This design comes from an exercise in tuning for small area, a short achievable clock period and few clock cycles per item on the open sky130 flow, not from production work.
The RTL of this run was laid out without a check of its function.

### flow/config.mk
export PLATFORM = sky130hd
export DESIGN_NAME = shake256_core
export DESIGN_NICKNAME = shake256_core
export VERILOG_FILES = /design/flow/design.v
export SDC_FILE = /design/flow/constraint.sdc
export NUM_CORES = 8
export LEC_CHECK = 0
export CAP_MARGIN = 30
export CORE_MARGIN = 2
export CORE_UTILIZATION = 45
export SLEW_MARGIN = 30
### flow/constraint.sdc
create_clock -name core_clock -period 6.5 [get_ports {clk}]
set_input_delay 1.3000 -clock core_clock [delete_from_list [all_inputs] [get_ports {clk}]]
set_output_delay 1.3000 -clock core_clock [all_outputs]
set_load 0.01 [all_outputs]
### flow/design.v
module shake256_core (
    input  wire         clk,
    input  wire         rst,         
    input  wire         in_valid,
    output wire         in_ready,
    input  wire [63:0]  in_data,     
    input  wire         in_last,
    input  wire [3:0]   in_nbytes,   
    output wire         done,
    output wire [255:0] digest       
);
    localparam integer RATE_LANES = 17;   
    reg [63:0] bl [0:RATE_LANES-1];
    reg [4:0]  wptr;       
    reg        bfull;      
    reg        blast;      
    reg        bfirst;     
    reg        wfirst;     
    reg        padpend;    
    reg [4:0]  blen;       
    reg [63:0] st [0:24];   
    reg        run;         
    reg [4:0]  rnd;         
    reg        plast;       
    reg        done_r;
    assign in_ready = !bfull && !padpend;
    assign done     = done_r;
    assign digest   = {st[3], st[2], st[1], st[0]};
    wire       acc     = in_valid && in_ready;
    wire       padw    = padpend && !bfull;
    wire       short_l = in_last && (in_nbytes < 4'd8);    
    wire       take    = !run && bfull;                     
    wire       go      = run || bfull;
    wire [63:0] keep = short_l ? ((64'd1 << {in_nbytes[2:0], 3'b000}) - 64'd1)
                               : 64'hFFFFFFFFFFFFFFFF;
    wire [63:0] pad1 = short_l ? (64'h1F << {in_nbytes[2:0], 3'b000}) : 64'd0;
    wire [63:0] din  = padpend ? 64'h1F : ((in_data & keep) ^ pad1);
    wire        wr   = acc || padw;
    integer i;
    always @(posedge clk) begin
        for (i = 0; i < RATE_LANES; i = i + 1)
            if (wr && wptr == i)
                bl[i] <= din;
    end
    always @(posedge clk) begin
        if (rst) begin
            wptr    <= 5'd0;
            bfull   <= 1'b0;
            blast   <= 1'b0;
            bfirst  <= 1'b0;
            wfirst  <= 1'b1;
            padpend <= 1'b0;
            blen    <= 5'd0;
        end else begin
            if (take)
                bfull <= 1'b0;
            if (padw) begin
                blen    <= wptr;
                bfull   <= 1'b1;
                blast   <= 1'b1;
                bfirst  <= wfirst;
                wfirst  <= 1'b1;
                wptr    <= 5'd0;
                padpend <= 1'b0;
            end else if (acc) begin
                blen <= wptr;
                if (short_l) begin
                    bfull  <= 1'b1;
                    blast  <= 1'b1;
                    bfirst <= wfirst;
                    wfirst <= 1'b1;
                    wptr   <= 5'd0;
                end else begin
                    if (in_last)
                        padpend <= 1'b1;
                    if (wptr == RATE_LANES-1) begin
                        bfull  <= 1'b1;
                        blast  <= 1'b0;
                        bfirst <= wfirst;
                        wfirst <= 1'b0;
                        wptr   <= 5'd0;
                    end else begin
                        wptr <= wptr + 5'd1;
                    end
                end
            end
        end
    end
    function [63:0] rc;
        input [4:0] r;
        begin
            case (r)
                5'd0:  rc = 64'h0000000000000001;
                5'd1:  rc = 64'h0000000000008082;
                5'd2:  rc = 64'h800000000000808A;
                5'd3:  rc = 64'h8000000080008000;
                5'd4:  rc = 64'h000000000000808B;
                5'd5:  rc = 64'h0000000080000001;
                5'd6:  rc = 64'h8000000080008081;
                5'd7:  rc = 64'h8000000000008009;
                5'd8:  rc = 64'h000000000000008A;
                5'd9:  rc = 64'h0000000000000088;
                5'd10: rc = 64'h0000000080008009;
                5'd11: rc = 64'h000000008000000A;
                5'd12: rc = 64'h000000008000808B;
                5'd13: rc = 64'h800000000000008B;
                5'd14: rc = 64'h8000000000008089;
                5'd15: rc = 64'h8000000000008003;
                5'd16: rc = 64'h8000000000008002;
                5'd17: rc = 64'h8000000000000080;
                5'd18: rc = 64'h000000000000800A;
                5'd19: rc = 64'h800000008000000A;
                5'd20: rc = 64'h8000000080008081;
                5'd21: rc = 64'h8000000000008080;
                5'd22: rc = 64'h0000000080000001;
                default: rc = 64'h8000000080008008;
            endcase
        end
    endfunction
    function integer rho;
        input integer k;
        begin
            case (k)
                0: rho = 0;   1: rho = 1;   2: rho = 62;  3: rho = 28;  4: rho = 27;
                5: rho = 36;  6: rho = 44;  7: rho = 6;   8: rho = 55;  9: rho = 20;
                10: rho = 3;  11: rho = 10; 12: rho = 43; 13: rho = 25; 14: rho = 39;
                15: rho = 41; 16: rho = 45; 17: rho = 15; 18: rho = 21; 19: rho = 8;
                20: rho = 18; 21: rho = 2;  22: rho = 61; 23: rho = 56; default: rho = 14;
            endcase
        end
    endfunction
    wire keep_st = run || !bfirst;
    reg [63:0] xs [0:24];
    reg [63:0] c [0:4];
    reg [63:0] d [0:4];
    reg [63:0] a [0:24];
    reg [63:0] b [0:24];
    reg [63:0] nxt [0:24];
    integer x, y;
    always @* begin
        for (i = 0; i < 25; i = i + 1) begin
            xs[i] = keep_st ? st[i] : 64'd0;
            if (i < RATE_LANES)
                xs[i] = xs[i] ^ ((run || i > blen) ? 64'd0 : bl[i]);
        end
        xs[RATE_LANES-1][63] = xs[RATE_LANES-1][63] ^ (!run && blast);
        for (x = 0; x < 5; x = x + 1)
            c[x] = xs[x] ^ xs[x+5] ^ xs[x+10] ^ xs[x+15] ^ xs[x+20];
        for (x = 0; x < 5; x = x + 1)
            d[x] = c[(x+4)%5] ^ {c[(x+1)%5][62:0], c[(x+1)%5][63]};
        for (i = 0; i < 25; i = i + 1)
            a[i] = xs[i] ^ d[i%5];
        for (x = 0; x < 5; x = x + 1)
            for (y = 0; y < 5; y = y + 1)
                b[y + 5*((2*x + 3*y) % 5)] = (a[x+5*y] << rho(x+5*y)) |
                                             (a[x+5*y] >> ((64 - rho(x+5*y)) % 64));
        for (x = 0; x < 5; x = x + 1)
            for (y = 0; y < 5; y = y + 1)
                nxt[x+5*y] = b[x+5*y] ^ (~b[(x+1)%5+5*y] & b[(x+2)%5+5*y]);
        nxt[0] = nxt[0] ^ rc(rnd);
    end
    always @(posedge clk) begin
        if (go)
            for (i = 0; i < 25; i = i + 1)
                st[i] <= nxt[i];
    end
    always @(posedge clk) begin
        if (rst) begin
            run    <= 1'b0;
            rnd    <= 5'd0;
            plast  <= 1'b0;
            done_r <= 1'b0;
        end else begin
            done_r <= run && rnd == 5'd23 && plast;
            if (run) begin
                if (rnd == 5'd23) begin
                    run <= 1'b0;
                    rnd <= 5'd0;
                end else begin
                    rnd <= rnd + 5'd1;
                end
            end else if (bfull) begin
                run   <= 1'b1;
                rnd   <= 5'd1;
                plast <= blast;
            end
        end
    end
endmodule
### flow/flow/run.sh
#!/bin/bash
# Standard ORFS layout, except that synthesis maps the logic with an
# area-oriented ABC script (flow/abc_map.script) in place of ORFS's speed
# script. Everything else in synthesis (synth_recipe.tcl: no fsm/share passes,
# flattening, renaming) is the standard flow's own, so registers and their cells are the
# standard synthesis's.
set -euo pipefail
W=$(pwd)
{
  cat <<'EOT'
proc abc {args} {
  set i [lsearch -exact $args -script]
  if { $i >= 0 } { set args [lreplace $args $i [expr {$i + 1}] -script $::env(MY_ABC_SCRIPT)] }
  set j [lsearch -exact $args -D]
  if { $j >= 0 } { set args [lreplace $args $j [expr {$j + 1}]] }
  yosys abc {*}$args
}
EOT
  cat synth_recipe.tcl
} > "$W/flow_synth.tcl"
export MY_ABC_SCRIPT="$W/flow/abc_map.script"
bash standard.sh SYNTH_SCRIPT="$W/flow_synth.tcl" synth > "$W/synth_make.log" 2>&1
bash standard.sh > "$W/layout_make.log" 2>&1
### flow/flow/abc_map.script
strash
dch
map -a
topo
stime -c
### flow/standard.sh
#!/bin/bash
# synth_recipe.tcl (not shown) runs the flow's synth.tcl, then flattens the netlist and writes it again
# the make line also repeats each setting of config.mk as NAME=value (left out here)
make -C /OpenROAD-flow-scripts/flow DESIGN_CONFIG=/design/flow/config.mk WORK_HOME=/design/flow/orfs CLKGATE_MAP_FILE= SYNTH_SCRIPT=/design/flow/synth_recipe.tcl "${@:-finish}"
==> notes.md <==
## through the flow
step	std cells	instance area (sq um)	utilization (%)	setup WS (ns)	TNS (ns)
6_report	21535	190000	55.2	0.294	0
5_1_grt	21490	189000	55.2	0.406	0
4_1_cts	21485	189000	55.1	0.603	0
3_5_place_dp	20896	179000	52.0	0.589	0
3_3_place_gp	20893	178000	51.9	0.273	0
2_1_floorplan	14535	155000	-	-1.97	-3327.30
## layout make-up
class / instances / area [sq um]
inverter: 1082 / 4120
clock buffer: 385 / 8420
clock inverter: 204 / 2300
timing repair buffer: 1810 / 15600
fill: 30432 / 154000
multi-input combinational: 10733 / 72000
antenna: 46 / 115
tap: 4557 / 5700
sequential: 2718 / 81300
## cell usage after synthesis
master	count	area (sq um)
a211oi_1	6	45.0
o31ai_1	2	15.0
edfxtp_1	2688	80700
o21ai_0	28	140
nor3_1	14	70.1
nand2_1	3682	13800
a32oi_1	1	8.76
a22oi_1	3	22.5
a21oi_1	76	380
nand4_1	15	93.8
clkinv_1	1082	4060
nor4_1	8	50.1
buf_1	2	7.51
a32o_1	5	50.1
nor2_1	940	3530
nand3_1	77	385
or2_2	71	444
xnor2_1	2490	21800
a31oi_1	3	18.8
dfxtp_1	30	601
a21boi_0	1	7.51
a22o_2	6	60.1
xor2_1	3288	28800
ha_1	14	175
o22ai_1	3	18.8
## worst max path at each step
stage | depth (start not counted) | end | slack, ns
2_1_floorplan | 4 | bl[10][0] | -1.97
6_report | 15 | st[6][20] | 0.29
4_1_cts | 18 | st[2][63] | 0.60
3_3_place_gp | 15 | st[12][48] | 0.27
5_1_grt | 17 | st[12][25] | 0.41
3_5_place_dp | 18 | st[2][63] | 0.59
## layer usage
metal | up-vias | GRT usage [%] | routed length (um) | share of wire [%]
met2 | 11663 | 73.5 | 378000 | 38
met1 | 63365 | 67.6 | 340000 | 34
met5 | - | 0 | 466 | 0.047
met4 | 36 | 52.0 | 116000 | 12
met3 | 2528 | 24.8 | 163000 | 16
li1 | 50400 | - | - | -
## worst max-delay path, delay by kind of cell, from the launching register on
| kind | cells | cell delay, ns |
|---|---|---|
| xor+xnor | 6 | 3.01 |
| buf+inv | 4 | 1.12 |
| simple gates | 4 | 1.07 |
| flops | 1 | 0.36 |
| compound gates | 1 | 0.28 |
## sequential cells by signal (all words and copies together), names as in the netlist, named ones only
signal	flops
st	1600
rnd	5
done_r	1
plast	1
bfull	1
blast	1
bfirst	1
wfirst	1
bl	1088
wptr	5
padpend	1
run	1
blen	5
## kinds of logic after synthesis
kind of cell               Yosys count  share of synthesized area, %
xor gates and xnor gates          5778                          32.6
AOI/OAI and AO/OA                  134                         0.494
and+or+nand+nor                   4807                          11.8
adders and majority gates           14                         0.113
DFF                               2718                          52.4
buffers and inverters             1084                          2.62
==> out/metrics.yaml <==
outcome:
  outcome: "timing/DRC/antenna clean"
setup_path:
  cp.arrival_ns: 6.94
  reg2reg_depth: 15
  crit_slowest_cell: "xnor2_1"
  crit_path_max_incr_delay_ns: 0.82
  timing.rr.end: "st[6][20]"
  critPathCaptureType: "register"
  critPathKind: "register to register"
  path_cells: "clkinv_1 > nand2_1 > o21ai_0 > nor2_4 > buf_12 > buf_4 > nand2_1 > xnor2_1 > xor2_1 > xnor2_1 > xnor2_1 > xor2_1 > buf_4 > nand2_1 > xor2_1"
  crit_fanout: 19
  startpoint_type: "register"
  rr_startpoint: "blen[4]"
  critPathLaunch: "blen[4]"
  worstPathRequired_ns: 7.23
  r2r_slack_ns: 0.29
routing:
  wl_per_cell_um: 46.3
  dr_total_vias: 127992
  drt_pass1_iterations: 6
  drtIter0Drc: 27509
  ant_nets: 0
  wirelength_um: 997000
  drc: 0
  viasPerCell: 5.94
timing:
  rsz0062_at_grt: "false"
  fin_worst_skew_ns: 0.0542
  slew_violations: 0
  max_freq_mhz: 161
  worst_pin_slew_ns: 1.26
  maxSlewHeadroom_pct: 15.7
  period_share_pct: 95.5
  finalSetupViolations: 0
  hold_ws_ns: 0.437
  min_period_ns: 6.21
  hold_viol_final: 0
clocking:
  cts_buffer_depth: 4
  worstSkewPairLatency_ns: 1.01
  cts.repair.resized: 0
  cts_tree: "built"
  cts.htree.levels: 5
  clk_pin_slew_ns: 0.06
  holdBufCountCts: 0
  root_buffer: "clkbuf_16"
  cts_setup_buffers: 0
  numCtsBuffers: 324
  clock_sinks: 2718
yosys:
  ys_ff_latch: 2718
  syn_area_sq_mm: 0.155
  syn_nets: 14621
  avgSynthCellArea_sq_um: 10.7
  synth_cell_types: 25
  synth_seq_area_share_pct: 52.4
  syn_inst: 14535
  yosys_warnings: 9
floorplan:
  dieWidth_um: 592
  rows: 215
  ios: 330
  die_area_sq_mm: 0.350
  core_sq_mm: 0.343
  fp.dieH_um: 592
  start_util_pct: 45.3
min_path:
  min_from: "plast"
  hold_path_class: "register to register"
  holdPathStages: 2
  hold_end: "done_r"
global_routing:
  grt_pass1_wl_um: 1230000
  grt_max_degree: 123
  overflow: 0
  antenna_found_initial: 106
  grt_pass1_vias: 112615
  grtUsageTotal_pct: 55.9
cells_and_area:
  fin_nets: 16755
  syn_to_final_growth_pct: 22.1
  layout_common_cells: "nand2_1 (3680), xor2_1 (3200), edfxtp_1 (2688), xnor2_1 (2365), buf_4 (1385)"
  final_common_cell: "nand2_1"
  drive_above_1_share_pct: 13.6
place:
  hpwl_um: 816000
  place.gp.congestion: 1.17
  port_buffers: 329
job:
  maxCapViolCount: 0

-- what the ideal ports hide --
In the flow no input, the clock included, has a driving cell. The finished layout below was timed again as built, in two steps. Step 1 (the two cells are an assumption about what drives the block):
set clk [get_ports {clk}]
set_driving_cell -lib_cell sky130_fd_sc_hd__clkbuf_16 $clk
set_driving_cell -lib_cell sky130_fd_sc_hd__buf_2 [delete_from_list [all_inputs] $clk]
Step 2 also shifts input and output timing later by t, the mid clock arrival at the registers, as if the neighbouring blocks saw the same clock. Three values: no drivers, after step 1, after step 2; two values: the first two.
t, ns: 1.115
slack for setup (ns): 0.294 / 0.294 / 0.294
cell pins on the clock port's net: 1
After both steps this run still meets setup and hold. The setup slack of this run moves by 0.000 ns with the drivers and by 0.000 ns with both steps.
